Context: an optimization exercise on an open-source flow, tuned for small area. The choices shown serve that exercise and are no tape-out recipe.
Only simulation tests tie the RTL to the original design; equivalence was not proved.
No activity file was given, so power comes from the tool's default toggle rates.

==> flow/design.v <==
module pgn_cmp2 (
    input  wire [1:0] a,
    input  wire [1:0] bn,
    input  wire       c,
    output wire       y
);
    wire m = (a[0] & bn[0]) | (a[0] & c) | (bn[0] & c);
    assign y = (a[1] & bn[1]) | (a[1] & m) | (bn[1] & m);
endmodule
module pgn_cmp2s (
    input  wire [1:0] a,
    input  wire [1:0] bn,
    output wire       y
);
    wire m = a[0] | bn[0];
    assign y = (a[1] & bn[1]) | (a[1] & m) | (bn[1] & m);
endmodule
module pgn_leg_ctl (
    input  wire       driving,     
    input  wire       rel_edge,    
    input  wire       fp_bnd,
    input  wire [1:0] we,
    input  wire [1:0] lvl,
    input  wire [1:0] req,
    input  wire [1:0] on,
    input  wire       first,
    input  wire [1:0] block,
    input  wire [1:0] cut_here,
    input  wire [1:0] tge,
    input  wire [1:0] gge,
    output wire [1:0] on_n,
    output wire [1:0] req_n,
    output wire       first_n,
    output wire [1:0] block_n,
    output wire       conflict,
    output wire [1:0] edge_n
);
    wire [1:0] new_h = we & lvl & ~req;
    wire conf = new_h[0] & new_h[1] & ~on[0] & ~on[1];
    assign conflict = driving & conf;
    wire [1:0] req_u = (we & lvl) | (~we & req);
    wire [1:0] req_d = conf ? 2'b00 : req_u;
    wire first_d = (new_h[0] & new_h[1]) ? on[1] :
                   new_h[0]              ? req[1] :
                   new_h[1]              ? ~req[0] : first;
    wire [1:0] blk = (block & {2{~fp_bnd}}) | cut_here;
    wire pf0 = req_d[1] & ~on[1] &  first_d;
    wire pf1 = req_d[0] & ~on[0] & ~first_d;
    wire on_ok0 = tge[0] & ~blk[0] & ~on[1] & ~pf0 & gge[1];
    wire on_ok1 = tge[1] & ~blk[1] & ~on[0] & ~pf1 & gge[0];
    wire nx0 = on[0] ? ~(cut_here[0] | (~req_d[0] & tge[0])) : (req_d[0] & on_ok0);
    wire nx1 = on[1] ? ~(cut_here[1] | (~req_d[1] & tge[1])) : (req_d[1] & on_ok1);
    assign on_n    = {2{driving}} & {nx1, nx0};
    assign req_n   = {2{driving}} & req_d;
    assign first_n = driving & first_d;
    assign block_n = {2{driving}} & blk;
    assign edge_n  = (on_n ^ on) | {2{rel_edge}};
endmodule
module pgn_sw_stage (
    input  wire         clk,
    input  wire         rst,
    input  wire         fp_bnd,
    input  wire         fault_clear,
    input  wire [7:0]   rel_in,
    input  wire [7:0]   flt_in,
    input  wire [7:0]   trip_in,
    input  wire [7:0]   hiz_mode,
    input  wire [7:0]   cut_scope,
    input  wire [23:0]  edge_sel,
    input  wire [63:0]  trip_esc,
    input  wire [47:0]  req_we,
    input  wire [47:0]  req_lvl,
    input  wire [127:0] t_on,
    input  wire [127:0] t_off,
    input  wire [287:0] lguard,
    output wire [47:0]  sw_on,
    output wire [47:0]  sw_rel,
    output wire [47:0]  pend,
    output wire [7:0]   latched,
    output wire [63:0]  cut_run,
    output wire [7:0]   cut_now,
    output wire [23:0]  leg_conflict
);
    reg  [7:0]   released_q;
    reg  [7:0]   latch_q;
    reg  [63:0]  cut_run_q;
    reg  [7:0]   cut_seen_q;
    reg  [47:0]  on_q;        
    reg  [47:0]  req_q;       
    reg  [47:0]  block_q;     
    reg  [47:0]  sat_q;       
    reg  [767:0] cnt_q;       
    reg  [23:0]  first_q;     
    reg  [23:0]  conflict_q;
    wire [47:0]  on_d, req_d, block_d, edge_d;
    wire [23:0]  first_d, conflict_d;
    genvar g, l, c, i;
    generate
        for (g = 0; g < 8; g = g + 1) begin : g_grp
            wire [7:0] cr  = cut_run_q[8*g +: 8];
            wire [7:0] esc = trip_esc[8*g +: 8];
            wire cut_act = trip_in[g] & ~hiz_mode[g] & ~rel_in[g] & ~latch_q[g];
            wire [8:0] crc;
            wire [7:0] crs;
            assign crc[0] = 1'b1;
            for (i = 0; i < 8; i = i + 1) begin : g_cr
                assign crs[i]   = cr[i] ^ crc[i];
                assign crc[i+1] = cr[i] & crc[i];
            end
            wire [7:0] cr_inc = crs | {8{crc[8]}};
            wire [8:0] ec;
            assign ec[0] = 1'b1;
            for (i = 0; i < 8; i = i + 1) begin : g_ec
                assign ec[i+1] = (crs[i] & ~esc[i]) | ((crs[i] | ~esc[i]) & ec[i]);
            end
            wire esc_hit = (|esc) & (crc[8] | ec[8]);
            wire escalate  = fp_bnd & cut_seen_q[g] & esc_hit;
            wire clear_ok  = fault_clear & ~flt_in[g] & ~trip_in[g];
            wire set_latch = ~rel_in[g] & (flt_in[g] | (trip_in[g] & hiz_mode[g]) | escalate);
            wire latch_d   = set_latch | (latch_q[g] & ~clear_ok);
            wire rel_d     = rel_in[g] | latch_d | (released_q[g] & ~fp_bnd);
            wire driving   = ~rel_d;
            wire rel_edge  = rel_d & ~released_q[g];
            wire [7:0] cr_d = clear_ok ? 8'd0 :
                              fp_bnd   ? (cut_seen_q[g] ? cr_inc : 8'd0) : cr;
            always @(posedge clk) begin
                if (rst) begin
                    released_q[g]       <= 1'b1;
                    latch_q[g]          <= 1'b0;
                    cut_run_q[8*g +: 8] <= 8'd0;
                    cut_seen_q[g]       <= 1'b0;
                end else begin
                    released_q[g]       <= rel_d;
                    latch_q[g]          <= latch_d;
                    cut_run_q[8*g +: 8] <= cr_d;
                    cut_seen_q[g]       <= (cut_seen_q[g] & ~fp_bnd) | cut_act;
                end
            end
            wire [2:0]  es  = edge_sel[3*g +: 3];
            wire [15:0] ton = t_on[16*g +: 16];
            wire [15:0] tof = t_off[16*g +: 16];
            for (l = 0; l < 3; l = l + 1) begin : g_leg
                localparam integer L  = 3*g + l;    
                localparam integer C0 = 2*L;        
                wire [1:0]  on  = on_q[C0 +: 2];
                wire [1:0]  req = req_q[C0 +: 2];
                wire [1:0]  we  = req_we[C0 +: 2];
                wire [1:0]  lvl = req_lvl[C0 +: 2];
                wire [11:0] lg  = lguard[12*L +: 12];
                wire [15:0] thr_n = ~((on[0] | on[1]) ? ton : tof);
                wire [11:0] lg_n  = ~lg;
                wire [1:0] tge;     
                wire [1:0] gge;     
                for (c = 0; c < 2; c = c + 1) begin : g_c
                    wire [15:0] a = cnt_q[16*(C0+c) +: 16];
                    wire [8:1] rt;
                    pgn_cmp2s u_t0 (.a(a[1:0]), .bn(thr_n[1:0]), .y(rt[1]));
                    for (i = 1; i < 8; i = i + 1) begin : g_t
                        pgn_cmp2 u (.a(a[2*i +: 2]), .bn(thr_n[2*i +: 2]), .c(rt[i]), .y(rt[i+1]));
                    end
                    wire ge_t = rt[8];
                    wire min20 = (|a[15:5]) | (a[4] & (a[3] | a[2]));
                    assign tge[c] = sat_q[C0+c] | (min20 & ge_t);
                    wire [6:1] rg;
                    pgn_cmp2s u_g0 (.a(a[1:0]), .bn(lg_n[1:0]), .y(rg[1]));
                    for (i = 1; i < 6; i = i + 1) begin : g_g
                        pgn_cmp2 u (.a(a[2*i +: 2]), .bn(lg_n[2*i +: 2]), .c(rg[i]), .y(rg[i+1]));
                    end
                    assign gge[c] = sat_q[C0+c] | (|a[15:12]) | rg[6];
                end
                wire [1:0] cut_here;
                assign cut_here[0] = cut_act & (~cut_scope[g] | (es == 2*l));
                assign cut_here[1] = cut_act & (~cut_scope[g] | (es == 2*l+1));
                pgn_leg_ctl u_ctl (
                    .driving  (driving), .rel_edge (rel_edge), .fp_bnd (fp_bnd),
                    .we       (we), .lvl (lvl), .req (req), .on (on),
                    .first    (first_q[L]), .block (block_q[C0 +: 2]),
                    .cut_here (cut_here), .tge (tge), .gge (gge),
                    .on_n     (on_d[C0 +: 2]), .req_n (req_d[C0 +: 2]),
                    .first_n  (first_d[L]), .block_n (block_d[C0 +: 2]),
                    .conflict (conflict_d[L]), .edge_n (edge_d[C0 +: 2]));
            end
        end
        for (c = 0; c < 48; c = c + 1) begin : g_ch
            wire [15:0] a = cnt_q[16*c +: 16];
            wire [16:0] cc;
            wire [15:0] cnt_d;
            assign cc[0] = 1'b1;
            for (i = 0; i < 16; i = i + 1) begin : g_b
                assign cc[i+1] = cc[i] & a[i];
            end
            assign cnt_d[0] = edge_d[c] | ~a[0];
            for (i = 1; i < 16; i = i + 1) begin : g_n
                assign cnt_d[i] = ~edge_d[c] & (a[i] ^ cc[i]);
            end
            always @(posedge clk) begin
                cnt_q[16*c +: 16] <= cnt_d;
                sat_q[c] <= rst | (~edge_d[c] & (sat_q[c] | cc[16]));
            end
        end
    endgenerate
    always @(posedge clk) begin
        if (rst) begin
            on_q       <= 48'd0;
            req_q      <= 48'd0;
            block_q    <= 48'd0;
            first_q    <= 24'd0;
            conflict_q <= 24'd0;
        end else begin
            on_q       <= on_d;
            req_q      <= req_d;
            block_q    <= block_d;
            first_q    <= first_d;
            conflict_q <= conflict_d;
        end
    end
    genvar k;
    generate
        for (k = 0; k < 48; k = k + 1) begin : g_out
            assign sw_rel[k] = released_q[k / 6];
        end
    endgenerate
    assign sw_on        = on_q;
    assign pend         = req_q ^ on_q;
    assign latched      = latch_q;
    assign cut_run      = cut_run_q;
    assign cut_now      = cut_seen_q;
    assign leg_conflict = conflict_q;
endmodule
==> flow/flow/run.sh <==
#!/bin/bash
# The standard layout (standard.sh), with one change: the buffer that
# every input and output port gets is the platform's smallest buffer,
# sky130_fd_sc_hd__buf_1, instead of the one buffer_ports picks by default.
# The layout's own logs are under orfs/logs; standard.sh's output goes to
# standard_flow.log.
set -euo pipefail
export BUFFER_PORTS_ARGS="-buffer_cell sky130_fd_sc_hd__buf_1"
bash standard.sh > standard_flow.log 2>&1
==> flow/standard.sh <==
#!/bin/bash
# synth_recipe.tcl (not shown) runs the flow's synth.tcl, then flattens the netlist and writes it again
# the make line also repeats each setting of config.mk as NAME=value (left out here)
make -C /OpenROAD-flow-scripts/flow DESIGN_CONFIG=/design/flow/config.mk WORK_HOME=/design/flow/orfs CLKGATE_MAP_FILE= SYNTH_SCRIPT=/design/flow/synth_recipe.tcl "${@:-finish}"
==> flow/config.mk <==
export PLATFORM = sky130hd
export DESIGN_NAME = pgn_sw_stage
export DESIGN_NICKNAME = pgn_sw_stage
export VERILOG_FILES = /design/flow/design.v
export SDC_FILE = /design/flow/constraint.sdc
export NUM_CORES = 4
export LEC_CHECK = 0
export CAP_MARGIN = 20
export CORE_MARGIN = 2
export CORE_UTILIZATION = 72
export CTS_BUF_LIST = sky130_fd_sc_hd__clkbuf_16
export CTS_CLUSTER_DIAMETER = 70
export CTS_CLUSTER_SIZE = 30
export SLEW_MARGIN = 20
export SYNTH_HIERARCHICAL = 1
export SYNTH_MINIMUM_KEEP_SIZE = 0
==> flow/constraint.sdc <==
create_clock -name core_clock -period 6.0 [get_ports {clk}]
set_input_delay 1.2000 -clock core_clock [delete_from_list [all_inputs] [get_ports {clk}]]
set_output_delay 1.2000 -clock core_clock [all_outputs]
set_load 0.01 [all_outputs]
==> flow_metrics.env, run 1 <==
export IMPL_tightestPinTransition_ns=1.22
export IMPL_cts_sinks=1096
export IMPL_drv_cap=0
export IMPL_switchingPower_uw=7810
export IMPL_combPwrFrac_pct=26.7
export IMPL_synth_top_cells_by_count="dfxtp_1, nand2_1, nor2b_1, a21oi_1, ha_1"
export IMPL_ioPinCount=1020
export IMPL_drive_gt1_share_pct=2.92
export IMPL_die_h_um=316
export IMPL_first_pass_iters=8
export IMPL_required_ns=6.58
export IMPL_multi_input_area_um2=45800
export IMPL_finalCriticalPeriod_ns=5.54
export IMPL_cts_tree="done"
export IMPL_antenna_found_initial=116
export IMPL_crit_type="reg -> reg"
export IMPL_ctsHoldBuffers=0
export IMPL_grtUsageTotal_pct=47.4
export IMPL_cts_root_buf="clkbuf_16"
export IMPL_hold_viol=0
export IMPL_cts_repair_resize_count=0
export IMPL_fin_nets=11200
export IMPL_synth_cell_types=67
export IMPL_drc=0
export IMPL_holdWs_ns=0.466
export IMPL_cts_buffers=68
export IMPL_pwr_share_seq_pct=46.6
export IMPL_maxSlewViolCount=0
export IMPL_synth_edf_count=0
export IMPL_clkPwrFrac_pct=26.6
export IMPL_finClkSkew_ns=0.0280
export IMPL_fillers=6709
export IMPL_syn_instance_count=8624
export IMPL_antenna_left=0
export IMPL_io_buffers=1019
export IMPL_p_sw_share_pct=36.5
export IMPL_core_um2=96700
export IMPL_clk_path_buf_depth=3
export IMPL_grt_ovfl_total=0
export IMPL_routabilityCongestion=1.07
export IMPL_clk_latency_ns=0.70
export IMPL_wl_mm=249
export IMPL_final_area_um2=78400
export IMPL_cts_reportedPaths_clkPinSlew_ns=0.11
export IMPL_num_vias=73300
export IMPL_setup_viol=0
export IMPL_avgSynthCellArea_um2=8.14
export IMPL_yosysMostFrequentCell="dfxtp_1"
export IMPL_hold_path_class="reg -> reg"
export IMPL_synthArstFlopShare_pct=0
export IMPL_initial_utilization_pct=72.6
export IMPL_syn2layout_area_growth_pct=11.6
export IMPL_grt_pass1_wl_mm=372
export IMPL_cts_setup_buffers=0
export IMPL_fin_crit_sh_pct=92.3
export IMPL_synthesis_area_um2=70200
export IMPL_die_area_um2=100000
export IMPL_regArea_um2=21900
export IMPL_grt_max_degree=155
export IMPL_h_tree_depth=3
export IMPL_seq_area_frac_synth_pct=31.2
export IMPL_synth_seq_cells=1096
export IMPL_placed_area_um2=75500
export IMPL_ys_warn_count=7
export IMPL_synth_area_leaders="dfxtp_1, ha_1, nor2b_1, a21oi_1, mux2i_1"
export IMPL_utilization_pct=81.1
export IMPL_grt_pass1_vias=67700
export IMPL_fmax_mhz=181
export IMPL_via_per_inst=6.64
export IMPL_power_density_nw_per_um2=272
export IMPL_synth_ff_type="dfxtp_1"
export IMPL_die_w_um=316
export IMPL_dp_hpwl_mm=193
export IMPL_rsz0062_at_grt="false"
export IMPL_status="no timing/DRC/antenna violations"
export IMPL_first_iter_violations=8311
export IMPL_p_int_uw=13600
export IMPL_yosysTopAreaCellShare_pct=31.2
export IMPL_synth_nets=10200
export IMPL_crit_path_start_kind="register"
export IMPL_yosysTopAreaCell="dfxtp_1"
export IMPL_worstPathArrival_ns=6.12
export IMPL_relSlewSlack_pct=18.5
export IMPL_critPathCaptureType="register"
export IMPL_p_leak_uw=0.0369
export IMPL_crit_fanout=17
export IMPL_irDropWorstVdd_uv=362
export IMPL_wl_per_cell_um=22.6
export IMPL_core_rowCount=114
export IMPL_setup_tns_ns=0
## cell usage in the layout, fill, tap and decap left out, drive strengths merged, types with 27 or more instances in the layout
master / synthesis / final
o31ai: 103 / 103
a21o: 100 / 100
a211o: 49 / 49
nand2b: 67 / 67
o22ai: 583 / 583
o211ai: 60 / 60
dfxtp: 1096 / 1096
diode: 0 / 110
a21oi: 821 / 821
clkbuf: 135 / 75
buf: 70 / 1114
mux2i: 408 / 408
nor2: 291 / 291
o21ai: 849 / 849
nand4: 48 / 48
xor2: 48 / 48
o2111a: 27 / 27
a31oi: 36 / 36
o21a: 49 / 49
o2111ai: 27 / 27
nor2b: 978 / 978
nor3: 82 / 82
inv: 421 / 443
ha: 784 / 784
nor4: 131 / 131
nand3b: 65 / 65
nand2: 997 / 997
## per-module statistics from Yosys (local to each module, per instance)
module | flip-flops and latches | cell area (um^2) | times used
pgn_cmp2 | 0 | 20.0 | 576
pgn_leg_ctl | 0 | 279 | 24
pgn_sw_stage | 1096 | 50400 | 1
pgn_cmp2s | 0 | 16.3 | 96
## metrics by stage
step | power, uW | setup WS (ns) | std cells
after global placement | 15000 | 0.611 | 10800
after detailed placement | 15500 | 0.492 | 10800
final | 21400 | 0.460 | 11000
after CTS | 21100 | 0.743 | 10900
after floorplan | 13600 | 1.08 | 8624
after global routing | 22400 | 0.0675 | 11000
## path summary, 6_finish.rpt
path                                  from         end  slack [ns]  cells past startpoint
worst max-delay path              on_q[42]   sat_q[42]        0.46                     24
worst max register to register    on_q[42]   sat_q[42]        0.46                     24
worst min-delay path            cnt_q[384]  cnt_q[384]        0.47                      1
worst min register to register  cnt_q[384]  cnt_q[384]        0.47                      1
## state kept, by name (all words and copies together) (netlist names)
signal      flops
block_q        48
cnt_q         768
conflict_q     24
cut_run_q      64
cut_seen_q      8
first_q        24
latch_q         8
on_q           48
released_q      8
req_q          48
sat_q          48
## routing by layer
metal	part of all wire, %	up-vias	wire [um]	GRT usage [%]
li1	-	33500	-	-
met1	34	33900	86000	52.8
met2	43	4513	107000	72.6
met3	13	1360	32200	17.7
met4	9.8	38	24300	38.2
met5	0.10	-	261	0.521
## logic make-up after synthesis
kind of cell               share of synthesized area (%)
xor gates and xnor gates                           0.599
buffers and inverters                               3.63
and+or+nand+nor                                     21.5
muxes                                               5.81
DFF                                                 31.2
adders and majority gates                           14.1
AOI/OAI and AO/OA                                   23.1
## power by group through the flow
stage / clock network (uW) / logic [uW] / registers, uW
after floorplan: 0 / 4050 / 9530
after global placement: 0 / 5110 / 9930
after detailed placement: 0 / 5480 / 10000
after CTS: 5700 / 5560 / 9870
after global routing: 5940 / 6380 / 10100
final: 5690 / 5710 / 9960
## critical path, cell delays in order (launching register included)
cell and delay, ns:
dfxtp_1 0.50, nor2_1 0.16, buf_4 0.32, mux2i_1 0.80, o22ai_1 0.20, o21ai_1 0.21, o22ai_1 0.13, o21ai_1 0.19
o22ai_1 0.11, o21ai_1 0.23, o22ai_1 0.12, o21ai_1 0.19, o22ai_1 0.11, o21ai_1 0.17, o22ai_1 0.10, o21ai_1 0.17
o22ai_1 0.10, o21ai_1 0.17, a21o_1 0.21, nor4bb_1 0.35, o2111ai_1 0.17, a21o_1 0.20, a21oi_1 0.14, buf_4 0.25
o21ai_0 0.12
## cell type report
cell class,count,share of cell area [%]
multi-input combinational,6902,58.4
clock buffer,73,2.33
antenna,110,0.351
sequential,1096,28.0
clock inverter,51,0.967
tap,1276,2.04
inverter,421,2.02
timing repair buffer,1116,5.86
==> run 2: changes to the inputs <==
==> flow/flow/run.sh (replaced) <==
#!/bin/bash
# The standard layout (standard.sh), with two changes:
# - the buffer that every input and output port gets is the platform's
#   smallest buffer, sky130_fd_sc_hd__buf_1, instead of the one buffer_ports
#   picks by default;
# - timing-driven global placement does not keep the buffers that its
#   intermediate repair_design runs insert at an early, spread-out placement
#   (the electrical repair after placement still fixes every net).
# The layout's own logs are under orfs/logs; standard.sh's output goes to
# standard_flow.log.
set -euo pipefail
export BUFFER_PORTS_ARGS="-buffer_cell sky130_fd_sc_hd__buf_1"
export GLOBAL_PLACEMENT_ARGS="-keep_resize_below_overflow 0"
bash standard.sh > standard_flow.log 2>&1
--- a/flow/config.mk
+++ b/flow/config.mk
@@ -8,8 +8,8 @@
 export CAP_MARGIN = 20
 export CORE_MARGIN = 2
-export CORE_UTILIZATION = 72
+export CORE_UTILIZATION = 65
 export CTS_BUF_LIST = sky130_fd_sc_hd__clkbuf_16
-export CTS_CLUSTER_DIAMETER = 70
-export CTS_CLUSTER_SIZE = 30
+export CTS_CLUSTER_DIAMETER = 80
+export CTS_CLUSTER_SIZE = 24
 export SLEW_MARGIN = 20
 export SYNTH_HIERARCHICAL = 1
==> flow_metrics.env, run 2 <==
export IMPL_status="no timing/DRC/antenna violations"
export IMPL_core_rowCount=120
export IMPL_hold_depth=1
export IMPL_avgSynthCellArea_um2=8.14
export IMPL_hold_path_class="reg -> reg"
export IMPL_worstPathArrival_ns=6.20
export IMPL_use_met2_pct=65.4
export IMPL_min_from="cnt_q[240]"
export IMPL_critPathCaptureType="register"
export IMPL_p_total_uw=20300
export IMPL_grt_use_met3_pct=10.8
export IMPL_maxSlewViolCount=0
export IMPL_fin_crit_sh_pct=93.7
export IMPL_synth_cell_types=67
export IMPL_syn_instance_count=8624
export IMPL_reg2reg_from="on_q[28]"
export IMPL_antenna_left=0
export IMPL_core_um2=107000
export IMPL_synth_edf_count=0
export IMPL_cts_buffers=58
export IMPL_cts_reportedPaths_clkPinSlew_ns=0.10
export IMPL_grt_pass1_vias=64900
export IMPL_grtUsageTotal_pct=40.7
export IMPL_r2r_cells=25
export IMPL_synth_ff_type="dfxtp_1"
export IMPL_antenna_found_initial=123
export IMPL_die_w_um=333
export IMPL_clk_latency_ns=0.72
export IMPL_irDropWorstVdd_uv=257
export IMPL_grt_max_degree=43
export IMPL_die_area_um2=111000
export IMPL_layout_commonest_cell="dfxtp_1"
export IMPL_finClkSkew_ns=0.0230
export IMPL_largestRegisters="cnt_q x768, cut_run_q x64"
export IMPL_reg2reg_to="sat_q[29]"
export IMPL_drive_gt1_share_pct=2.70
export IMPL_hold_viol=0
export IMPL_cts_root_buf="clkbuf_16"
export IMPL_relSlewSlack_pct=21.2
export IMPL_yosysTopAreaCell="dfxtp_1"
export IMPL_fmax_mhz=178
export IMPL_via_per_inst=6.34
export IMPL_ys_warn_count=7
export IMPL_num_vias=70400
export IMPL_required_ns=6.58
export IMPL_layout_common_cells="dfxtp_1, buf_1, nand2_1"
export IMPL_first_iter_violations=6337
export IMPL_synth_seq_cells=1096
export IMPL_drc=0
export IMPL_h_tree_depth=2
export IMPL_setup_tns_ns=0
export IMPL_largest_reg_flops=768
export IMPL_dp_hpwl_mm=190
export IMPL_die_h_um=333
export IMPL_cts_sinks=1096
export IMPL_cts_tree="done"
export IMPL_io_buffers=1019
export IMPL_grt_ovfl_total=0
export IMPL_initial_utilization_pct=65.6
export IMPL_whs_endpoint="cnt_q[240]"
export IMPL_grt_busiest_layer="met2"
export IMPL_yosysMostFrequentCell="dfxtp_1"
export IMPL_use_met1_pct=47.7
export IMPL_ioPinCount=1020
export IMPL_wl_per_cell_um=21.3
export IMPL_r2r_slack_ns=0.38
export IMPL_clk_path_buf_depth=3
export IMPL_tightestPinTransition_ns=1.18
export IMPL_synth_top_cells_by_count="dfxtp_1, nand2_1, nor2b_1, a21oi_1, ha_1"
export IMPL_holdWs_ns=0.463
export IMPL_crit_type="reg -> reg"
export IMPL_crit_path_start_kind="register"
export IMPL_syn2layout_area_growth_pct=11.2
export IMPL_finalCriticalPeriod_ns=5.62
export IMPL_p_leak_uw=0.0366
export IMPL_grt_pass1_wl_mm=357
export IMPL_setup_viol=0
export IMPL_routabilityCongestion=1.02
export IMPL_largest_register="cnt_q"
export IMPL_synthArstFlopShare_pct=0
export IMPL_first_pass_iters=6
export IMPL_synthesis_area_um2=70200
export IMPL_crit_fanout=17
export IMPL_fin_nets=11100
export IMPL_seq_area_frac_synth_pct=31.2
export IMPL_wl_mm=237
export IMPL_drv_cap=0
export IMPL_yosysTopAreaCellShare_pct=31.2
export IMPL_synth_area_leaders="dfxtp_1, ha_1, nor2b_1, a21oi_1, mux2i_1"
export IMPL_utilization_pct=73.0
export IMPL_crit_slowest_cell="o21ai_2"
export IMPL_slowest_delay_ns=0.64
export IMPL_power_density_nw_per_um2=260
export IMPL_synth_nets=10200
run 2: worst max-delay path by stage:
stage	startpoint	to	slack, ns
after global routing	on_q[6]	sat_q[6]	-0.1
after detailed placement	fault_clear	sat_q[16]	-0.13
after CTS	on_q[20]	sat_q[20]	0.02
after global placement	rst	cut_run_q[55]	-12.31
after floorplan	cut_run_q[0]	sat_q[0]	1.08
final	on_q[28]	sat_q[29]	0.38
run 2: per-stage QoR:
stage | setup WS [ns] | area (um^2) | std cells
2_1_floorplan | 1.08 | 70200 | 8624
3_3_place_gp | -12.31 | 74800 | 10800
3_5_place_dp | -0.134 | 75600 | 10900
4_1_cts | 0.0235 | 77600 | 11000
5_1_grt | -0.0980 | 78100 | 11100
6_report | 0.379 | 78100 | 11100
run 2: logic make-up (layout without fill, tap and decap cells):
| logic type | count (synthesis) | count (layout) | share of synthesized area (%) |
|---|---|---|---|
| fa+ha+maj | 794 | 794 | 14.1 |
| buf+inv | 626 | 1587 | 3.63 |
| flops | 1096 | 1096 | 31.2 |
| mux | 408 | 408 | 5.81 |
| simple gates | 2872 | 2872 | 21.5 |
| other cells | 0 | 107 | 0 |
| compound gates | 2780 | 2780 | 23.1 |
| xor+xnor | 48 | 48 | 0.599 |
run 2: layout make-up:
| type | instances | area, um^2 |
|---|---|---|
| Antenna cell | 107 | 268 |
| Clock buffer | 61 | 1530 |
| Clock inverter | 31 | 415 |
| Fill cell | 8642 | 28900 |
| Inverter | 421 | 1590 |
| Multi-Input combinational cell | 6902 | 46100 |
| Sequential cell | 1096 | 21900 |
| Tap cell | 1403 | 1760 |
| Timing Repair Buffer | 1074 | 4540 |
run 2: per-module statistics from Yosys (local to each module, per instance):
module,copies in the design,cells,flops+latches
pgn_cmp2s,96,3,0
pgn_cmp2,576,4,0
pgn_sw_stage,1,4928,1096
pgn_leg_ctl,24,46,0
run 2: power breakdown:
part	leakage (uW)	internal [uW]	switching, uW
sequential	0.00893	8320	1610
combinational	0.0267	2560	3000
clock	0.000964	2190	2650
run 2: per-layer routing:
metal	wire, um	vias to the layer above
met5	277	-
met4	17400	44
met3	23400	785
met2	106000	3199
met1	89900	33000
li1	-	33400
run 2: critical path: cells and delay by family, from the launching register on:
| family | cells | cell delay, ns |
|---|---|---|
| compound gates | 19 | 3.51 |
| mux | 1 | 0.35 |
| flops | 1 | 0.47 |
| buf+inv | 1 | 0.23 |
| simple gates | 4 | 0.90 |
run 2: repair_timing:
| action | CTS | global route |
|---|---|---|
| gates resized for setup | 1 | 10 |
| endpoints found under the setup margin | 1 | 106 |
| setup buffers | 0 | 10 |
| hold buffers | 0 | 0 |
| pin swaps | 0 | 1 |
==> run 3: changes to the inputs <==
--- a/flow/config.mk
+++ b/flow/config.mk
@@ -8,5 +8,5 @@
 export CAP_MARGIN = 20
 export CORE_MARGIN = 2
-export CORE_UTILIZATION = 65
+export CORE_UTILIZATION = 72
 export CTS_BUF_LIST = sky130_fd_sc_hd__clkbuf_16
 export CTS_CLUSTER_DIAMETER = 80
==> flow_metrics.env, run 3 <==
export IMPL_clk_latency_ns=0.71
export IMPL_dp_hpwl_mm=191
export IMPL_hold_path_class="reg -> reg"
export IMPL_relSlewSlack_pct=19.2
export IMPL_die_w_um=316
export IMPL_avgSynthCellArea_um2=8.14
export IMPL_wl_met1_mm=85.9
export IMPL_ys_warn_count=7
export IMPL_min_from="cnt_q[160]"
export IMPL_whs_endpoint="cnt_q[160]"
export IMPL_routabilityCongestion=1.07
export IMPL_drv_cap=0
export IMPL_hold_viol=0
export IMPL_yosys_area_share_xor_xnor_pct=0.599
export IMPL_first_iter_violations=8236
export IMPL_core_um2=96700
export IMPL_r2r_cells=25
export IMPL_hold_depth=1
export IMPL_synth_ff_type="dfxtp_1"
export IMPL_drive_gt1_share_pct=2.47
export IMPL_synthAdderAreaFrac_pct=14.1
export IMPL_yosysTopAreaCellShare_pct=31.2
export IMPL_largestRegisters="cnt_q x768, cut_run_q x64"
export IMPL_synth_area_leaders="dfxtp_1, ha_1, nor2b_1, a21oi_1, mux2i_1"
export IMPL_slowest_delay_ns=0.68
export IMPL_rsz0062_at_grt="false"
export IMPL_finClkSkew_ns=0.0332
export IMPL_synthSimpleGateAreaFrac_pct=21.5
export IMPL_yosysMostFrequentCell="dfxtp_1"
export IMPL_ioPinCount=1020
export IMPL_highest_layer="met5"
export IMPL_via_per_inst=6.62
export IMPL_layout_commonest_cell="dfxtp_1"
export IMPL_utilization_pct=80.2
export IMPL_synth_nets=10200
export IMPL_yosysTopAreaCell="dfxtp_1"
export IMPL_synthesis_area_um2=70200
export IMPL_syn_instance_count=8624
export IMPL_synth_area_mux_share_pct=5.81
export IMPL_grt_ovfl_total=0
export IMPL_cts_tree="done"
export IMPL_grt_max_degree=43
export IMPL_cts_buffers=55
export IMPL_synthArstFlopShare_pct=0
export IMPL_fillers=6816
export IMPL_holdWs_ns=0.464
export IMPL_cts_setup_buffers=0
export IMPL_reg2reg_from="on_q[14]"
export IMPL_pre_cts_slack_ns=-0.315
export IMPL_clk_path_buf_depth=3
export IMPL_crit_top_cell="o21ai_1"
export IMPL_crit_slowest_cell="a21oi_2"
export IMPL_seq_area_frac_synth_pct=31.2
export IMPL_wl_met3_mm=29.0
export IMPL_synth_seq_cells=1096
export IMPL_irDropWorstVdd_uv=298
export IMPL_largest_reg_flops=768
export IMPL_synth_cell_types=67
export IMPL_finalCriticalPeriod_ns=5.69
export IMPL_path_delay_family="compound AO/OA/AOI/OAI gates"
export IMPL_reg2reg_to="sat_q[14]"
export IMPL_critPathBufInv=1
export IMPL_grt_pass1_wl_mm=365
export IMPL_required_ns=6.56
export IMPL_fin_crit_sh_pct=94.8
export IMPL_cts_sinks=1096
export IMPL_critPathCaptureType="register"
export IMPL_final_area_um2=77500
export IMPL_synth_edf_count=0
export IMPL_setup_viol=0
export IMPL_num_vias=72400
export IMPL_die_h_um=316
export IMPL_die_area_um2=100000
export IMPL_crit_path_start_kind="register"
export IMPL_maxSlewViolCount=0
export IMPL_wl_met2_mm=107
export IMPL_cts_reportedPaths_clkPinSlew_ns=0.10
export IMPL_grtUsageTotal_pct=46.3
export IMPL_io_buffers=1019
export IMPL_h_tree_depth=2
export IMPL_synth_top_cells_by_count="dfxtp_1, nand2_1, nor2b_1, a21oi_1, ha_1"
export IMPL_syn2layout_area_growth_pct=10.4
export IMPL_first_pass_iters=9
export IMPL_status="no timing/DRC/antenna violations"
export IMPL_placed_area_um2=75400
export IMPL_layout_common_cells="dfxtp_1, buf_1, nand2_1"
export IMPL_cts_root_buf="clkbuf_16"
export IMPL_wl_per_cell_um=22.4
export IMPL_crit_fanout=17
export IMPL_worstPathArrival_ns=6.25
export IMPL_drc=0
export IMPL_initial_utilization_pct=72.6
export IMPL_fmax_mhz=176
export IMPL_antenna_found_initial=95
export IMPL_setup_ws_ns=0.309
export IMPL_ctsHoldBuffers=0
export IMPL_crit_type="reg -> reg"
export IMPL_largest_register="cnt_q"
export IMPL_r2r_slack_ns=0.31
export IMPL_antenna_left=0
export IMPL_tightestPinTransition_ns=1.21
export IMPL_wl_mm=245
export IMPL_fin_nets=11100
export IMPL_synth_top_family_by_area="compound AO/OA/AOI/OAI gates"
export IMPL_core_rowCount=114
export IMPL_grt_pass1_vias=66600
export IMPL_power_density_nw_per_um2=259
export IMPL_synth_compound_area_share_pct=23.1
export IMPL_setup_tns_ns=0
export IMPL_p_leak_uw=0.0364
[run 3: cell counts after synthesis]
No cell type changed its count.
[run 3: routing by layer]
layer	GRT usage (%)	vias to the layer above
li1	-	33300
met1	51.9	33800
met2	72.9	4112
met3	14.5	1188
met4	36.9	34
met5	0	-
[run 3: layout make-up]
| cell class | instances | area [um^2] | share of cell area, % |
|---|---|---|---|
| Tap cell | 1276 | 1600 | 2.06 |
| Clock inverter | 24 | 251 | 0.324 |
| Clock buffer | 57 | 1430 | 1.84 |
| Multi-Input combinational cell | 6902 | 46100 | 59.4 |
| Timing Repair Buffer | 1061 | 4410 | 5.68 |
| Inverter | 421 | 1590 | 2.04 |
| Sequential cell | 1096 | 21900 | 28.3 |
| Antenna cell | 97 | 243 | 0.313 |
[run 3: through the flow]
stage / instances / power, uW
after floorplan: 8624 / 13600
after global placement: 10700 / 15000
after detailed placement: 10800 / 15500
after CTS: 10800 / 19800
after global routing: 10900 / 21200
final: 10900 / 20100
[run 3: how the worst max path moves through the flow]
| stage | endpoint | cells after the start | from |
|---|---|---|---|
| after floorplan | sat_q[0] | 18 | cut_run_q[0] |
| after global placement | cut_run_q[7] | 4 | rst |
| after detailed placement | sat_q[43] | 13 | fault_clear |
| after CTS | sat_q[10] | 25 | on_q[10] |
| after global routing | sat_q[26] | 25 | on_q[26] |
| final | sat_q[14] | 25 | on_q[14] |
[run 3: logic make-up after synthesis]
family          Yosys count
buf+inv                 626
mux                     408
flops                  1096
fa+ha+maj               794
compound gates         2780
xor+xnor                 48
simple gates           2872
[run 3: Yosys stat by module (local to each module, per instance)]
module        cell area (um^2)  flip-flops and latches  cells inside
pgn_cmp2                  20.0                       0             4
pgn_sw_stage             50400                    1096          4928
pgn_cmp2s                 16.3                       0             3
pgn_leg_ctl                279                       0            46
[run 3: power breakdown]
part | switching [uW] | internal (uW) | total, uW
combinational | 3090 | 2570 | 5660
clock | 2540 | 1910 | 4450
sequential | 1630 | 8320 | 9950
[run 3: repair_timing]
action / 4_1_cts / 5_1_grt
cloned: 0 / 0
setup endpoints to repair: 1 / 50
gates resized for setup: 1 / 8
pin swaps: 0 / 1
==> run 4: changes to the inputs <==
--- a/flow/design.v
+++ b/flow/design.v
@@ -15,4 +15,13 @@
     wire m = a[0] | bn[0];
     assign y = (a[1] & bn[1]) | (a[1] & m) | (bn[1] & m);
+endmodule
+module pgn_sel_n (
+    input  wire a,
+    input  wire b,
+    input  wire s,
+    input  wire sn,
+    output wire y
+);
+    assign y = ~((a | sn) & (b | s));
 endmodule
 module pgn_leg_ctl (
@@ -148,5 +157,10 @@
                 wire [1:0]  lvl = req_lvl[C0 +: 2];
                 wire [11:0] lg  = lguard[12*L +: 12];
-                wire [15:0] thr_n = ~((on[0] | on[1]) ? ton : tof);
+                wire        leg_on  = on[0] | on[1];
+                wire        leg_off = ~leg_on;
+                wire [15:0] thr_n;
+                for (i = 0; i < 16; i = i + 1) begin : g_thr
+                    pgn_sel_n u (.a(ton[i]), .b(tof[i]), .s(leg_on), .sn(leg_off), .y(thr_n[i]));
+                end
                 wire [11:0] lg_n  = ~lg;
                 wire [1:0] tge;     
==> flow/flow/run.sh (replaced) <==
#!/bin/bash
# The standard layout (standard.sh), with one change: the buffer that
# every input and output port gets is the platform's smallest buffer,
# sky130_fd_sc_hd__buf_1, instead of the one buffer_ports picks by default.
# The layout's own logs are under orfs/logs; standard.sh's output goes to
# standard_flow.log.
set -euo pipefail
export BUFFER_PORTS_ARGS="-buffer_cell sky130_fd_sc_hd__buf_1"
bash standard.sh > standard_flow.log 2>&1
--- a/flow/config.mk
+++ b/flow/config.mk
@@ -8,5 +8,5 @@
 export CAP_MARGIN = 20
 export CORE_MARGIN = 2
-export CORE_UTILIZATION = 72
+export CORE_UTILIZATION = 68
 export CTS_BUF_LIST = sky130_fd_sc_hd__clkbuf_16
 export CTS_CLUSTER_DIAMETER = 80
==> flow_metrics.env, run 4 <==
export IMPL_grt_pass1_vias=66600
export IMPL_crit_top_cell="o21ai_1"
export IMPL_critPathCaptureType="register"
export IMPL_r2r_cells=26
export IMPL_first_pass_iters=8
export IMPL_p_leak_uw=0.0337
export IMPL_tightestPinTransition_ns=1.14
export IMPL_synthesis_area_um2=69100
export IMPL_wl_per_cell_um=21.9
export IMPL_fillers=7631
export IMPL_wl_mm=244
export IMPL_grt_ovfl_total=0
export IMPL_layout_commonest_cell="dfxtp_1"
export IMPL_worstPathArrival_ns=6.27
export IMPL_synthArstFlopShare_pct=0
export IMPL_p_total_uw=20300
export IMPL_clkPwrFrac_pct=24.1
export IMPL_io_buffers=1019
export IMPL_maxSlewViolCount=0
export IMPL_whs_endpoint="cnt_q[32]"
export IMPL_irDropWorstVdd_uv=348
export IMPL_clk_latency_ns=0.73
export IMPL_switchingPower_uw=7320
export IMPL_use_met1_pct=49.1
export IMPL_fin_crit_sh_pct=93.9
export IMPL_yosysTopAreaCellShare_pct=31.7
export IMPL_yosysMostFrequentCell="dfxtp_1"
export IMPL_synth_cell_types=68
export IMPL_p_sw_share_pct=36.1
export IMPL_grt_max_degree=79
export IMPL_routabilityCongestion=1.06
export IMPL_fmax_mhz=177
export IMPL_num_vias=72800
export IMPL_largest_register="cnt_q"
export IMPL_yosysTopAreaCell="dfxtp_1"
export IMPL_crit_fanout=17
export IMPL_fin_nets=11200
export IMPL_cts_root_buf="clkbuf_16"
export IMPL_rsz0062_at_grt="false"
export IMPL_status="no timing/DRC/antenna violations"
export IMPL_setup_viol=0
export IMPL_largestRegisters="cnt_q x768, cut_run_q x64"
export IMPL_antenna_found_initial=111
export IMPL_grt_use_met3_pct=14.4
export IMPL_multi_input_area_um2=44800
export IMPL_p_int_uw=13000
export IMPL_finClkSkew_ns=0.0228
export IMPL_cts_sinks=1096
export IMPL_slowest_delay_ns=0.63
export IMPL_initial_utilization_pct=68.8
export IMPL_holdWs_ns=0.466
export IMPL_min_from="cnt_q[32]"
export IMPL_hold_path_class="reg -> reg"
export IMPL_crit_type="reg -> reg"
export IMPL_via_per_inst=6.54
export IMPL_grt_pass1_wl_mm=364
export IMPL_core_rowCount=116
export IMPL_crit_path_start_kind="register"
export IMPL_finalCriticalPeriod_ns=5.64
export IMPL_h_tree_depth=2
export IMPL_required_ns=6.63
export IMPL_dp_hpwl_mm=193
export IMPL_clk_path_buf_depth=3
export IMPL_grt_busiest_layer="met2"
export IMPL_cts_setup_buffers=0
export IMPL_reg2reg_to="sat_q[31]"
export IMPL_synth_ff_type="dfxtp_1"
export IMPL_die_area_um2=104000
export IMPL_ioPinCount=1020
export IMPL_r2r_slack_ns=0.36
export IMPL_relSlewSlack_pct=24.1
export IMPL_layout_common_cells="dfxtp_1, buf_1, nor2b_1"
export IMPL_regArea_um2=21900
export IMPL_die_w_um=323
export IMPL_seq_area_frac_synth_pct=31.7
export IMPL_cts_tree="done"
export IMPL_cts_reportedPaths_clkPinSlew_ns=0.10
export IMPL_synth_nets=10200
export IMPL_antenna_left=0
export IMPL_syn2layout_area_growth_pct=11.1
export IMPL_reg2reg_from="on_q[30]"
export IMPL_power_density_nw_per_um2=264
export IMPL_utilization_pct=76.5
export IMPL_largest_reg_flops=768
export IMPL_synth_top_cells_by_count="dfxtp_1, nor2b_1, nand2_1, o22ai_1, a21oi_1"
export IMPL_combPwrFrac_pct=27.5
export IMPL_pwr_share_seq_pct=48.4
export IMPL_ctsHoldBuffers=0
export IMPL_setup_tns_ns=0
export IMPL_first_iter_violations=7232
export IMPL_syn_instance_count=8643
export IMPL_drv_cap=0
export IMPL_cts_repair_resize_count=0
export IMPL_die_h_um=323
export IMPL_grtUsageTotal_pct=44.4
export IMPL_use_met2_pct=69.8
export IMPL_drc=0
export IMPL_ys_warn_count=7
export IMPL_crit_slowest_cell="dfxtp_1"
export IMPL_core_um2=100000
export IMPL_synth_edf_count=0
export IMPL_drive_gt1_share_pct=2.63
export IMPL_avgSynthCellArea_um2=8.00
export IMPL_hold_viol=0
export IMPL_cts_buffers=58
export IMPL_hold_depth=1
export IMPL_synth_area_leaders="dfxtp_1, ha_1, nor2b_1, o22ai_1, a21oi_1"
export IMPL_synth_seq_cells=1096
[run 4: cell types whose count changed after synthesis, sizes merged, moves of 15 or more]
cell / delta
mux2i: -384
o22ai: +381
nand2b: +23
nor2: -27
nor2b: +15
or2: +27
o21bai: +50
o21ai: -38
[run 4: area by class of cell]
cell class,instances,area share [%]
Multi-Input combinational cell,6938,58.3
Sequential cell,1096,28.6
Timing Repair Buffer,1116,5.96
Tap cell,1357,2.21
Inverter,425,2.08
Clock buffer,61,1.99
Clock inverter,30,0.555
Antenna cell,107,0.349
[run 4: worst max path at each step]
stage / startpoint / slack [ns] / end / depth (start not counted)
after detailed placement: t_on[0] / 0.61 / cnt_q[71] / 25
after global placement: t_on[0] / 0.75 / cnt_q[65] / 25
after floorplan: cut_run_q[0] / 0.81 / sat_q[0] / 19
after global routing: on_q[30] / 0.03 / sat_q[31] / 26
after CTS: on_q[38] / 0.63 / sat_q[38] / 26
final: on_q[30] / 0.36 / sat_q[31] / 26
[run 4: logic make-up (layout without fill, tap and decap cells)]
family | count (synthesis) | in the layout | share of synthesized area (%)
adder cells (fa/ha/maj) | 793 | 793 | 14.3
AO/OA/AOI/OAI | 3159 | 3159 | 27.0
XOR/XNOR | 48 | 48 | 0.608
buffers and inverters | 609 | 1632 | 3.54
AND/OR/NAND/NOR | 2914 | 2914 | 22.4
flip-flops | 1096 | 1096 | 31.7
other | 0 | 107 | 0
multiplexers | 24 | 24 | 0.348
[run 4: modules after synthesis (local to each module, per instance)]
module / copies in the design / flops+latches
pgn_cmp2s: 96 / 0
pgn_sw_stage: 1 / 1096
pgn_sel_n: 384 / 0
pgn_cmp2: 576 / 0
pgn_leg_ctl: 24 / 0
[run 4: power by group through the flow]
stage | logic, uW | clock network, uW | registers, uW
2_1_floorplan | 3970 | 0 | 9420
3_3_place_gp | 5080 | 0 | 9830
3_5_place_dp | 5400 | 0 | 9920
4_1_cts | 5470 | 4910 | 9750
5_1_grt | 6290 | 5140 | 9980
6_report | 5580 | 4890 | 9820
[run 4: critical path, delay by kind of cell, from the launching register on]
family	cells	cell delay (ns)
compound gates	20	3.61
simple gates	4	0.76
flops	1	0.63
buf+inv	2	0.54
[run 4: per-stage QoR]
| step | instance area (um^2) | std cells | setup WS, ns |
|---|---|---|---|
| floorplan | 69100 | 8643 | 0.805 |
| global placement | 74600 | 10900 | 0.746 |
| detailed placement | 74600 | 10900 | 0.614 |
| CTS | 76500 | 11000 | 0.635 |
| global route | 76800 | 11100 | 0.0295 |
| finish | 76800 | 11100 | 0.364 |
[run 4: layer usage]
| layer | vias to the layer above | part of all wire (%) | wire (um) |
|---|---|---|---|
| li1 | 34000 | - | - |
| met1 | 33700 | 35 | 85700 |
| met2 | 4063 | 44 | 107000 |
| met3 | 1105 | 12 | 28800 |
| met4 | 28 | 9.3 | 22600 |
| met5 | - | 0.072 | 176 |
==> run 5: changes to the inputs <==
--- a/flow/config.mk
+++ b/flow/config.mk
@@ -8,5 +8,5 @@
 export CAP_MARGIN = 20
 export CORE_MARGIN = 2
-export CORE_UTILIZATION = 68
+export CORE_UTILIZATION = 72
 export CTS_BUF_LIST = sky130_fd_sc_hd__clkbuf_16
 export CTS_CLUSTER_DIAMETER = 80
==> flow_metrics.env, run 5 <==
export IMPL_status="no timing/DRC/antenna violations"
export IMPL_finClkSkew_ns=0.0472
export IMPL_h_tree_depth=2
export IMPL_crit_end="cnt_q[344]"
export IMPL_finalCriticalPeriod_ns=5.75
export IMPL_core_rowCount=113
export IMPL_core_um2=95000
export IMPL_final_area_um2=76500
export IMPL_yosysTopAreaCell="dfxtp_1"
export IMPL_synth_nets=10200
export IMPL_cts_tree="done"
export IMPL_r2r_cells=26
export IMPL_first_pass_iters=9
export IMPL_die_w_um=314
export IMPL_first_iter_violations=9022
export IMPL_synth_top_cells_by_count="dfxtp_1, nor2b_1, nand2_1, o22ai_1, a21oi_1"
export IMPL_r2r_slack_ns=0.25
export IMPL_routabilityCongestion=1.08
export IMPL_antenna_left=0
export IMPL_layout_common_cells="dfxtp_1, buf_1, nor2b_1"
export IMPL_irDropWorstVdd_uv=309
export IMPL_cts_setup_buffers=0
export IMPL_die_h_um=314
export IMPL_avgSynthCellArea_um2=8.00
export IMPL_grt_pass1_vias=69300
export IMPL_crit_fanout=17
export IMPL_setup_tns_ns=0
export IMPL_cp_startpoint="on_q[21]"
export IMPL_via_per_inst=6.82
export IMPL_syn_instance_count=8643
export IMPL_ioPinCount=1020
export IMPL_p_leak_uw=0.0336
export IMPL_synth_area_leaders="dfxtp_1, ha_1, nor2b_1, o22ai_1, a21oi_1"
export IMPL_drc=0
export IMPL_largest_reg_flops=768
export IMPL_placed_area_um2=74400
export IMPL_critPathCaptureType="register"
export IMPL_syn2layout_area_growth_pct=10.6
export IMPL_crit_path_start_kind="register"
export IMPL_synth_ff_type="dfxtp_1"
export IMPL_grt_ovfl_total=0
export IMPL_yosysMostFrequentCell="dfxtp_1"
export IMPL_dp_hpwl_mm=200
export IMPL_clk_latency_ns=0.74
export IMPL_grtUsageTotal_pct=49.6
export IMPL_power_density_nw_per_um2=262
export IMPL_wl_mm=258
export IMPL_synth_cell_types=68
export IMPL_drive_gt1_share_pct=2.44
export IMPL_cts_buffers=57
export IMPL_yosysTopAreaCellShare_pct=31.7
export IMPL_fmax_mhz=174
export IMPL_wl_per_cell_um=23.4
export IMPL_die_area_um2=98500
export IMPL_largestRegisters="cnt_q x768, cut_run_q x64"
export IMPL_antenna_found_initial=126
export IMPL_reg2reg_to="cnt_q[344]"
export IMPL_fillers=6377
export IMPL_drv_cap=0
export IMPL_synth_seq_cells=1096
export IMPL_largest_register="cnt_q"
export IMPL_maxSlewViolCount=0
export IMPL_io_buffers=1019
export IMPL_relSlewSlack_pct=20.1
export IMPL_synthArstFlopShare_pct=0
export IMPL_cts_sinks=1096
export IMPL_required_ns=6.61
export IMPL_clk_path_buf_depth=3
export IMPL_cts_reportedPaths_clkPinSlew_ns=0.10
export IMPL_num_vias=75200
export IMPL_hold_path_class="reg -> reg"
export IMPL_worstPathArrival_ns=6.36
export IMPL_fin_crit_sh_pct=95.8
export IMPL_seq_area_frac_synth_pct=31.7
export IMPL_pre_cts_slack_ns=0.643
export IMPL_layout_commonest_cell="dfxtp_1"
export IMPL_initial_utilization_pct=72.7
export IMPL_grt_pass1_wl_mm=384
export IMPL_synth_edf_count=0
export IMPL_hold_viol=0
export IMPL_ys_warn_count=7
export IMPL_synthesis_area_um2=69100
export IMPL_crit_type="reg -> reg"
export IMPL_fin_nets=11200
export IMPL_tightestPinTransition_ns=1.20
export IMPL_setup_ws_ns=0.250
export IMPL_cts_root_buf="clkbuf_16"
export IMPL_grt_max_degree=109
export IMPL_reg2reg_from="on_q[21]"
export IMPL_setup_viol=0
## run 5: worst min path at each step
stage,end,slack [ns],cells past startpoint,startpoint
6_report,cnt_q[512],0.46,1,cnt_q[512]
5_1_grt,cnt_q[560],0.48,1,cnt_q[560]
4_1_cts,cnt_q[512],0.46,1,cnt_q[512]
3_5_place_dp,cnt_q[512],0.44,1,cnt_q[512]
3_3_place_gp,cnt_q[320],0.43,1,cnt_q[320]
2_1_floorplan,cnt_q[112],0.42,1,cnt_q[112]
## run 5: timing repair
action                                  4_1_cts  5_1_grt
hold buffers                                  0        0
endpoints found under the setup margin        0       56
gates resized for setup                       0        5
## run 5: worst max-delay path, stage by stage, from the launching register on
cell and delay [ns]:
dfxtp_1 0.59, or2_2 0.40, inv_1 0.32, o22ai_1 0.56
o21ai_0 0.18, nand2_1 0.13, a21oi_1 0.09, o21ai_1 0.20
o22ai_1 0.11, o21ai_1 0.22, o22ai_1 0.12, o21ai_1 0.21
o22ai_1 0.13, o21ai_1 0.20, o22ai_1 0.13, o21ai_1 0.26
o22ai_1 0.13, o21ai_1 0.20, o22ai_1 0.12, o21ai_1 0.14
a21o_1 0.17, and4b_1 0.22, o2111a_1 0.23, nand2_1 0.06
o21ai_1 0.15, buf_4 0.25, nor2b_1 0.09
## run 5: layer usage
metal	GRT usage (%)	wire length, um
met3	17.9	33400
met1	53.6	85800
met2	76.9	111000
met4	43.6	27500
met5	0	312
## run 5: power breakdown
part	leakage [uW]	switching (uW)	internal (uW)	total, uW
logic	0.0238	3220	2500	5730
clock network	0.000837	2640	1860	4500
registers	0.00892	1550	8260	9810
total	0.0336	7410	12600	20000
## run 5: logic make-up after synthesis
family,count (synthesis),synth area share (%)
compound gates,3159,27.0
simple gates,2914,22.4
flops,1096,31.7
fa+ha+maj,793,14.3
buf+inv,609,3.54
xor+xnor,48,0.608
mux,24,0.348
## run 5: layout make-up
| cell class | instances | area, um^2 | area share (%) |
|---|---|---|---|
| multi-input combinational | 6938 | 44800 | 58.6 |
| sequential | 1096 | 21900 | 28.7 |
| timing repair buffer | 1109 | 4550 | 5.95 |
| inverter | 425 | 1600 | 2.09 |
| tap | 1265 | 1580 | 2.07 |
| clock buffer | 59 | 1480 | 1.93 |
| antenna | 113 | 283 | 0.370 |
| clock inverter | 23 | 244 | 0.319 |
## run 5: through the flow
stage	std cells	hold slack, ns	util (%)	total power, uW
after CTS	10900	0.462	80.1	19800
final	11000	0.464	80.5	20000
after global routing	11000	0.482	80.4	21100
after detailed placement	10800	0.441	78.3	15400
after global placement	10800	0.432	78.3	14900
after floorplan	8643	0.418	-	13400
## run 5: per-module statistics from Yosys, one instance, submodules excluded
module,flip-flops and latches,times used
pgn_leg_ctl,0,24
pgn_cmp2,0,576
pgn_sw_stage,1096,1
pgn_cmp2s,0,96
pgn_sel_n,0,384
==> run 6: changes to the inputs <==
--- a/flow/design.v
+++ b/flow/design.v
@@ -24,4 +24,11 @@
 );
     assign y = ~((a | sn) & (b | s));
+endmodule
+module pgn_nor2 (
+    input  wire a,
+    input  wire b,
+    output wire y
+);
+    assign y = ~(a | b);
 endmodule
 module pgn_leg_ctl (
@@ -158,5 +165,6 @@
                 wire [11:0] lg  = lguard[12*L +: 12];
                 wire        leg_on  = on[0] | on[1];
-                wire        leg_off = ~leg_on;
+                wire        leg_off;
+                pgn_nor2 u_off (.a(on[0]), .b(on[1]), .y(leg_off));
                 wire [15:0] thr_n;
                 for (i = 0; i < 16; i = i + 1) begin : g_thr
==> flow_metrics.env, run 6 <==
export IMPL_status="no timing/DRC/antenna violations"
export IMPL_synth_ff_type="dfxtp_1"
export IMPL_die_w_um=313
export IMPL_clk_path_buf_depth=3
export IMPL_core_um2=94700
export IMPL_seq_area_frac_synth_pct=32.0
export IMPL_synthArstFlopShare_pct=0
export IMPL_crit_fanout=17
export IMPL_synth_edf_count=0
export IMPL_critPathCaptureType="register"
export IMPL_relSlewSlack_pct=24.6
export IMPL_via_per_inst=6.76
export IMPL_setup_tns_ns=0
export IMPL_h_tree_depth=2
export IMPL_clk_latency_ns=0.72
export IMPL_die_area_um2=97800
export IMPL_initial_utilization_pct=72.5
export IMPL_irDropWorstVdd_uv=361
export IMPL_synth_top_cells_by_count="dfxtp_1, nand2_1, nor2b_1, o22ai_1, a21oi_1"
export IMPL_antenna_left=0
export IMPL_drv_cap=0
export IMPL_layout_common_cells="dfxtp_1, buf_1, nand2_1"
export IMPL_layout_commonest_cell="dfxtp_1"
export IMPL_grt_pass1_vias=69100
export IMPL_hold_depth=1
export IMPL_wl_mm=248
export IMPL_regArea_um2=21900
export IMPL_ys_warn_count=7
export IMPL_largestRegisters="cnt_q x768, cut_run_q x64"
export IMPL_grt_ovfl_total=0
export IMPL_synthesis_area_um2=68600
export IMPL_grt_max_degree=68
export IMPL_cts_sinks=1096
export IMPL_multi_input_area_um2=44300
export IMPL_yosysTopAreaCellShare_pct=32.0
export IMPL_largest_register="cnt_q"
export IMPL_die_h_um=313
export IMPL_synth_cell_types=63
export IMPL_p_leak_uw=0.0332
export IMPL_core_rowCount=113
export IMPL_yosysTopAreaCell="dfxtp_1"
export IMPL_fmax_mhz=180
export IMPL_slowest_delay_ns=0.68
export IMPL_crit_type="reg -> reg"
export IMPL_required_ns=6.56
export IMPL_wl_per_cell_um=22.6
export IMPL_r2r_cells=25
export IMPL_crit_path_start_kind="register"
export IMPL_finClkSkew_ns=0.0229
export IMPL_avgSynthCellArea_um2=7.97
export IMPL_drive_gt1_share_pct=2.30
export IMPL_maxSlewViolCount=0
export IMPL_power_density_nw_per_um2=264
export IMPL_fin_crit_sh_pct=92.6
export IMPL_yosysMostFrequentCell="dfxtp_1"
export IMPL_first_iter_violations=9520
export IMPL_ctsHoldBuffers=0
export IMPL_largest_reg_flops=768
export IMPL_grt_pass1_wl_mm=375
export IMPL_synth_seq_cells=1096
export IMPL_worstPathArrival_ns=6.12
export IMPL_hold_viol=0
export IMPL_num_vias=74300
export IMPL_path_delay_family="compound AO/OA/AOI/OAI gates"
export IMPL_pre_cts_slack_ns=0.278
export IMPL_setup_viol=0
export IMPL_critPathBufInv=1
export IMPL_crit_top_cell="o21ai_1"
export IMPL_io_buffers=1019
export IMPL_ioPinCount=1020
export IMPL_crit_slowest_cell="dfxtp_1"
export IMPL_dp_hpwl_mm=194
export IMPL_routabilityCongestion=1.04
export IMPL_cts_root_buf="clkbuf_16"
export IMPL_worstSetupPathDepth=25
export IMPL_grtUsageTotal_pct=48.0
export IMPL_cts_tree="done"
export IMPL_drc=0
export IMPL_first_pass_iters=10
export IMPL_synth_nets=10200
export IMPL_syn2layout_area_growth_pct=10.5
export IMPL_setup_ws_ns=0.442
export IMPL_p_total_uw=20000
export IMPL_synth_area_leaders="dfxtp_1, ha_1, nor2b_1, o22ai_1, a21oi_1"
export IMPL_syn_instance_count=8612
export IMPL_cts_reportedPaths_clkPinSlew_ns=0.09
export IMPL_cts_buffers=57
export IMPL_utilization_pct=80.1
export IMPL_fin_nets=11200
export IMPL_antenna_found_initial=111
export IMPL_tightestPinTransition_ns=1.13
export IMPL_fillers=6477
export IMPL_hold_path_class="reg -> reg"
export IMPL_rsz0062_at_grt="false"
export IMPL_finalCriticalPeriod_ns=5.56
[run 6: cell types whose count changed after synthesis, moves of 6 or more]
cell,change
nand2_1,+31
o21ai_0,+15
nand2b_1,-30
o22ai_1,+17
buf_2,-6
a211oi_1,+9
o21bai_1,-51
nor2_1,+17
nor3_1,-8
nor2b_1,-12
o21ai_1,+25
[run 6: kinds of logic after synthesis]
| family | count (synthesis) | synth area share [%] |
|---|---|---|
| AO/OA/AOI/OAI | 3145 | 26.8 |
| AND/OR/NAND/NOR | 2896 | 22.2 |
| flip-flops | 1096 | 32.0 |
| adder cells (fa/ha/maj) | 798 | 14.5 |
| buffers and inverters | 605 | 3.55 |
| XOR/XNOR | 48 | 0.612 |
| multiplexers | 24 | 0.350 |
[run 6: final timing paths]
kind              start          to  slack [ns]
min          cnt_q[624]  cnt_q[624]        0.46
max reg2reg    on_q[10]   sat_q[10]        0.44
max            on_q[10]   sat_q[10]        0.44
min reg2reg  cnt_q[624]  cnt_q[624]        0.46
[run 6: routing by layer]
metal  up-vias  part of all wire, %  GRT usage, %
met4        50                  9.2          37.5
li1      33800                    -             -
met3      1444                   12          14.8
met2      4840                   44          76.1
met1     34200                   34          54.0
met5         -                 0.16             0
[run 6: power breakdown]
group          switching [uW]  leakage (uW)  internal [uW]
logic                    3110        0.0234           2510
clock network            2620      0.000856           1930
registers                1560       0.00893           8290
[run 6: repair_timing]
action	in CTS	in global routing
gates resized for setup	0	1
setup buffers	0	0
setup endpoints to repair	0	10
endpoints found under the hold margin	0	0
[run 6: final cells by class]
cell class,instances,share of cell area [%]
Multi-Input combinational cell,6911,58.4
Sequential cell,1096,28.9
Timing Repair Buffer,1105,5.90
Inverter,423,2.10
Tap cell,1265,2.09
Clock buffer,57,1.88
Clock inverter,27,0.409
Antenna cell,101,0.333
[run 6: worst reg2reg max path, stage by stage (launching register included)]
cell and delay, ns:
dfxtp_1 0.68, nor2_1 0.38, o22ai_1 0.56, o21ai_0 0.20, nand2_1 0.12, a21oi_1 0.08
o21ai_1 0.22, o22ai_1 0.11, o21ai_1 0.20, o22ai_1 0.11, o21ai_1 0.19, o22ai_1 0.12
o21ai_1 0.26, o22ai_1 0.13, o21ai_1 0.22, o22ai_1 0.11, o21ai_1 0.21, a21oi_1 0.10
o21ai_1 0.17, a21o_1 0.17, nor4bb_1 0.30, o2111ai_1 0.15, a21o_1 0.19, a21oi_1 0.13
buf_4 0.24, o21ai_1 0.09
[run 6: stage by stage]
| stage | hold WS [ns] | std cells | instance area [um^2] |
|---|---|---|---|
| after detailed placement | 0.441 | 10800 | 73900 |
| after CTS | 0.462 | 10900 | 75600 |
| after global routing | 0.486 | 11000 | 75800 |
| after global placement | 0.430 | 10800 | 73900 |
| after floorplan | 0.418 | 8612 | 68600 |
| final | 0.463 | 11000 | 75900 |
[run 6: per-module statistics from Yosys, one instance, submodules excluded]
module | flops+latches | area, um^2
pgn_sw_stage | 1096 | 46400
pgn_nor2 | 0 | 3.75
pgn_cmp2 | 0 | 20.0
pgn_cmp2s | 0 | 16.3
pgn_sel_n | 0 | 6.26
pgn_leg_ctl | 0 | 279
==> run 7: changes to the inputs <==
--- a/flow/config.mk
+++ b/flow/config.mk
@@ -8,5 +8,5 @@
 export CAP_MARGIN = 20
 export CORE_MARGIN = 2
-export CORE_UTILIZATION = 72
+export CORE_UTILIZATION = 68
 export CTS_BUF_LIST = sky130_fd_sc_hd__clkbuf_16
 export CTS_CLUSTER_DIAMETER = 80
==> flow_metrics.env, run 7 <==
export IMPL_die_area_um2=104000
export IMPL_largest_reg_flops=768
export IMPL_wl_mm=244
export IMPL_synth_cell_types=63
export IMPL_crit_fanout=17
export IMPL_drv_cap=0
export IMPL_synth_edf_count=0
export IMPL_syn_instance_count=8612
export IMPL_p_sw_share_pct=36.3
export IMPL_routabilityCongestion=1.03
export IMPL_io_buffers=1019
export IMPL_grtUsageTotal_pct=44.6
export IMPL_synth_top_cells_by_count="dfxtp_1, nand2_1, nor2b_1, o22ai_1, a21oi_1"
export IMPL_clkPwrFrac_pct=23.1
export IMPL_synth_area_leaders="dfxtp_1, ha_1, nor2b_1, o22ai_1, a21oi_1"
export IMPL_wl_per_cell_um=22.0
export IMPL_die_w_um=322
export IMPL_finalCriticalPeriod_ns=5.44
export IMPL_cts_buffers=58
export IMPL_p_total_uw=20000
export IMPL_ys_warn_count=7
export IMPL_critPathCaptureType="register"
export IMPL_pwr_share_seq_pct=49.3
export IMPL_initial_utilization_pct=68.5
export IMPL_first_pass_iters=10
export IMPL_yosysMostFrequentCell="dfxtp_1"
export IMPL_cts_repair_resize_count=0
export IMPL_fin_nets=11200
export IMPL_avgSynthCellArea_um2=7.97
export IMPL_largest_register="cnt_q"
export IMPL_irDropWorstVdd_uv=294
export IMPL_fin_crit_sh_pct=90.6
export IMPL_cts_root_buf="clkbuf_16"
export IMPL_ioPinCount=1020
export IMPL_setup_viol=0
export IMPL_drive_gt1_share_pct=2.47
export IMPL_cts_tree="done"
export IMPL_seq_area_frac_synth_pct=32.0
export IMPL_synthesis_area_um2=68600
export IMPL_setup_tns_ns=0
export IMPL_status="no timing/DRC/antenna violations"
export IMPL_fillers=7757
export IMPL_p_leak_uw=0.0333
export IMPL_grt_ovfl_total=0
export IMPL_switchingPower_uw=7250
export IMPL_antenna_found_initial=136
export IMPL_grt_pass1_vias=65900
export IMPL_die_h_um=322
export IMPL_worstPathArrival_ns=6.03
export IMPL_dp_hpwl_mm=194
export IMPL_largestRegisters="cnt_q x768, cut_run_q x64"
export IMPL_ctsHoldBuffers=0
export IMPL_maxSlewViolCount=0
export IMPL_p_int_uw=12700
export IMPL_core_um2=100000
export IMPL_hold_path_class="reg -> reg"
export IMPL_relSlewSlack_pct=22.5
export IMPL_rsz0062_at_grt="false"
export IMPL_crit_type="reg -> reg"
export IMPL_crit_path_start_kind="register"
export IMPL_yosysTopAreaCell="dfxtp_1"
export IMPL_first_iter_violations=7523
export IMPL_drc=0
export IMPL_grt_max_degree=82
export IMPL_core_rowCount=116
export IMPL_clk_latency_ns=0.74
export IMPL_clk_path_buf_depth=3
export IMPL_num_vias=72300
export IMPL_h_tree_depth=2
export IMPL_power_density_nw_per_um2=262
export IMPL_layout_common_cells="dfxtp_1, buf_1, nand2_1"
export IMPL_hold_viol=0
export IMPL_cts_reportedPaths_clkPinSlew_ns=0.10
export IMPL_combPwrFrac_pct=27.6
export IMPL_fmax_mhz=184
export IMPL_synthArstFlopShare_pct=0
export IMPL_synth_nets=10200
export IMPL_grt_pass1_wl_mm=365
export IMPL_cts_setup_buffers=0
export IMPL_cts_sinks=1096
export IMPL_antenna_left=0
export IMPL_yosysTopAreaCellShare_pct=32.0
export IMPL_synth_ff_type="dfxtp_1"
export IMPL_via_per_inst=6.53
export IMPL_tightestPinTransition_ns=1.16
export IMPL_syn2layout_area_growth_pct=10.9
export IMPL_layout_commonest_cell="dfxtp_1"
export IMPL_required_ns=6.59
export IMPL_synth_seq_cells=1096
export IMPL_finClkSkew_ns=0.0171
==> run 7: worst paths after layout <==
path                                 start          to  slack [ns]  cells after the start
worst max-delay path              on_q[35]   sat_q[34]        0.56                     25
worst min-delay path            cnt_q[528]  cnt_q[528]        0.46                      1
worst max register to register    on_q[35]   sat_q[34]        0.56                     25
worst min register to register  cnt_q[528]  cnt_q[528]        0.46                      1
==> run 7: cell type report <==
class	count	area [um^2]	share of cell area [%]
multi-input cells	6911	44300	58.2
flip-flops and latches	1096	21900	28.8
repair buffers	1121	4610	6.06
well taps	1298	1620	2.13
inverters	423	1590	2.09
clock buffers	59	1480	1.94
diodes	126	315	0.414
clock inverters	29	300	0.394
==> run 7: modules after synthesis (local to each module, per instance) <==
module | cell area (um^2) | times used | flip-flops and latches | cells
pgn_nor2 | 3.75 | 24 | 0 | 1
pgn_sel_n | 6.26 | 384 | 0 | 1
pgn_cmp2 | 20.0 | 576 | 0 | 4
pgn_cmp2s | 16.3 | 96 | 0 | 3
pgn_sw_stage | 46400 | 1 | 1096 | 4508
pgn_leg_ctl | 279 | 24 | 0 | 46
==> run 7: power groups by stage <==
| stage | Sequential, uW | Clock (uW) | Combinational (uW) |
|---|---|---|---|
| global placement | 9870 | 0 | 5000 |
| detailed placement | 9940 | 0 | 5330 |
| finish | 9830 | 4620 | 5510 |
| floorplan | 9470 | 0 | 3950 |
| CTS | 9770 | 4630 | 5390 |
| global route | 10000 | 4880 | 6230 |
==> run 7: cell families (layout without fill, tap and decap cells) <==
logic type                 Yosys count  count (layout)  synth area share (%)
AOI/OAI and AO/OA                 3145            3145                  26.8
xor gates and xnor gates            48              48                 0.612
adders and majority gates          798             798                  14.5
buffers and inverters              605            1632                  3.55
DFF                               1096            1096                  32.0
muxes                               24              24                 0.350
other                                0             126                     0
and+or+nand+nor                   2896            2896                  22.2
==> run 7: metal layers <==
metal / part of all wire [%] / track usage (%) / vias to the layer above / wire, um
met5: 0.26 / 1.75 / - / 632
met1: 37 / 51.1 / 33500 / 89100
met2: 44 / 69.5 / 3871 / 106000
met3: 12 / 15.1 / 1003 / 28200
li1: - / - / 33800 / -
met4: 8.1 / 32.0 / 58 / 19600
==> run 7: stage by stage <==
stage | hold WS (ns) | worst slack [ns] | std cells | instance area [um^2] | utilization [%]
4_1_cts | 0.464 | 0.702 | 10900 | 75800 | 75.7
3_5_place_dp | 0.438 | 0.503 | 10800 | 74000 | 73.9
2_1_floorplan | 0.418 | 1.11 | 8612 | 68600 | -
5_1_grt | 0.488 | 0.164 | 11000 | 76100 | 76.0
6_report | 0.463 | 0.562 | 11100 | 76100 | 76.0
3_3_place_gp | 0.430 | 0.633 | 10800 | 74000 | 73.9
==> run 7: critical path: stages (launching register included) <==
cell       delay, ns
dfxtp_1         0.72
nor2_1          0.41
o22ai_1         0.51
o21ai_0         0.17
nand2_1         0.10
a21oi_1         0.08
o21ai_1         0.18
o22ai_1         0.10
o21ai_1         0.18
o22ai_1         0.10
o21ai_1         0.18
o22ai_1         0.10
o21ai_1         0.18
o22ai_1         0.10
o21ai_1         0.18
o22ai_1         0.11
o21ai_1         0.20
o22ai_1         0.11
o21ai_1         0.14
a21o_1          0.17
nor4bb_1        0.37
o2111ai_1       0.17
a21o_1          0.19
a21oi_1         0.17
buf_4           0.25
o21ai_1         0.10

port drivers added, routing unchanged:
How much do the figures lean on ideal ports? The routed layouts below were timed once more, with nothing changed but the port constraints.
Step 1 sets driving cells, clkbuf_16 on the clock port and buf_2 on the other inputs (assumed; they add their load-dependent delay and slew).
Step 2, shift: input delay + t, output delay - t, t = (earliest + latest rising clock arrival at the registers) / 2. This alone moves slack from input paths to output paths.
a / b / c = ideal ports / drivers / drivers and shift; a / b = the first two.
run | t (ns) | setup WS [ns]
run 1 | 0.762 | 0.460 / 0.460 / 0.153
run 2 | 0.792 | 0.379 / 0.379 / -0.086
run 3 | 0.778 | 0.309 / 0.309 / -0.026
run 4 | 0.801 | 0.364 / 0.364 / 0.364
run 5 | 0.783 | 0.250 / 0.250 / 0.250
run 6 | 0.786 | 0.442 / 0.442 / -0.009
run 7 | 0.806 | 0.562 / 0.562 / 0.279
With both steps, setup timing fails in run 2, run 3 and run 6, where it was met with ideal ports.
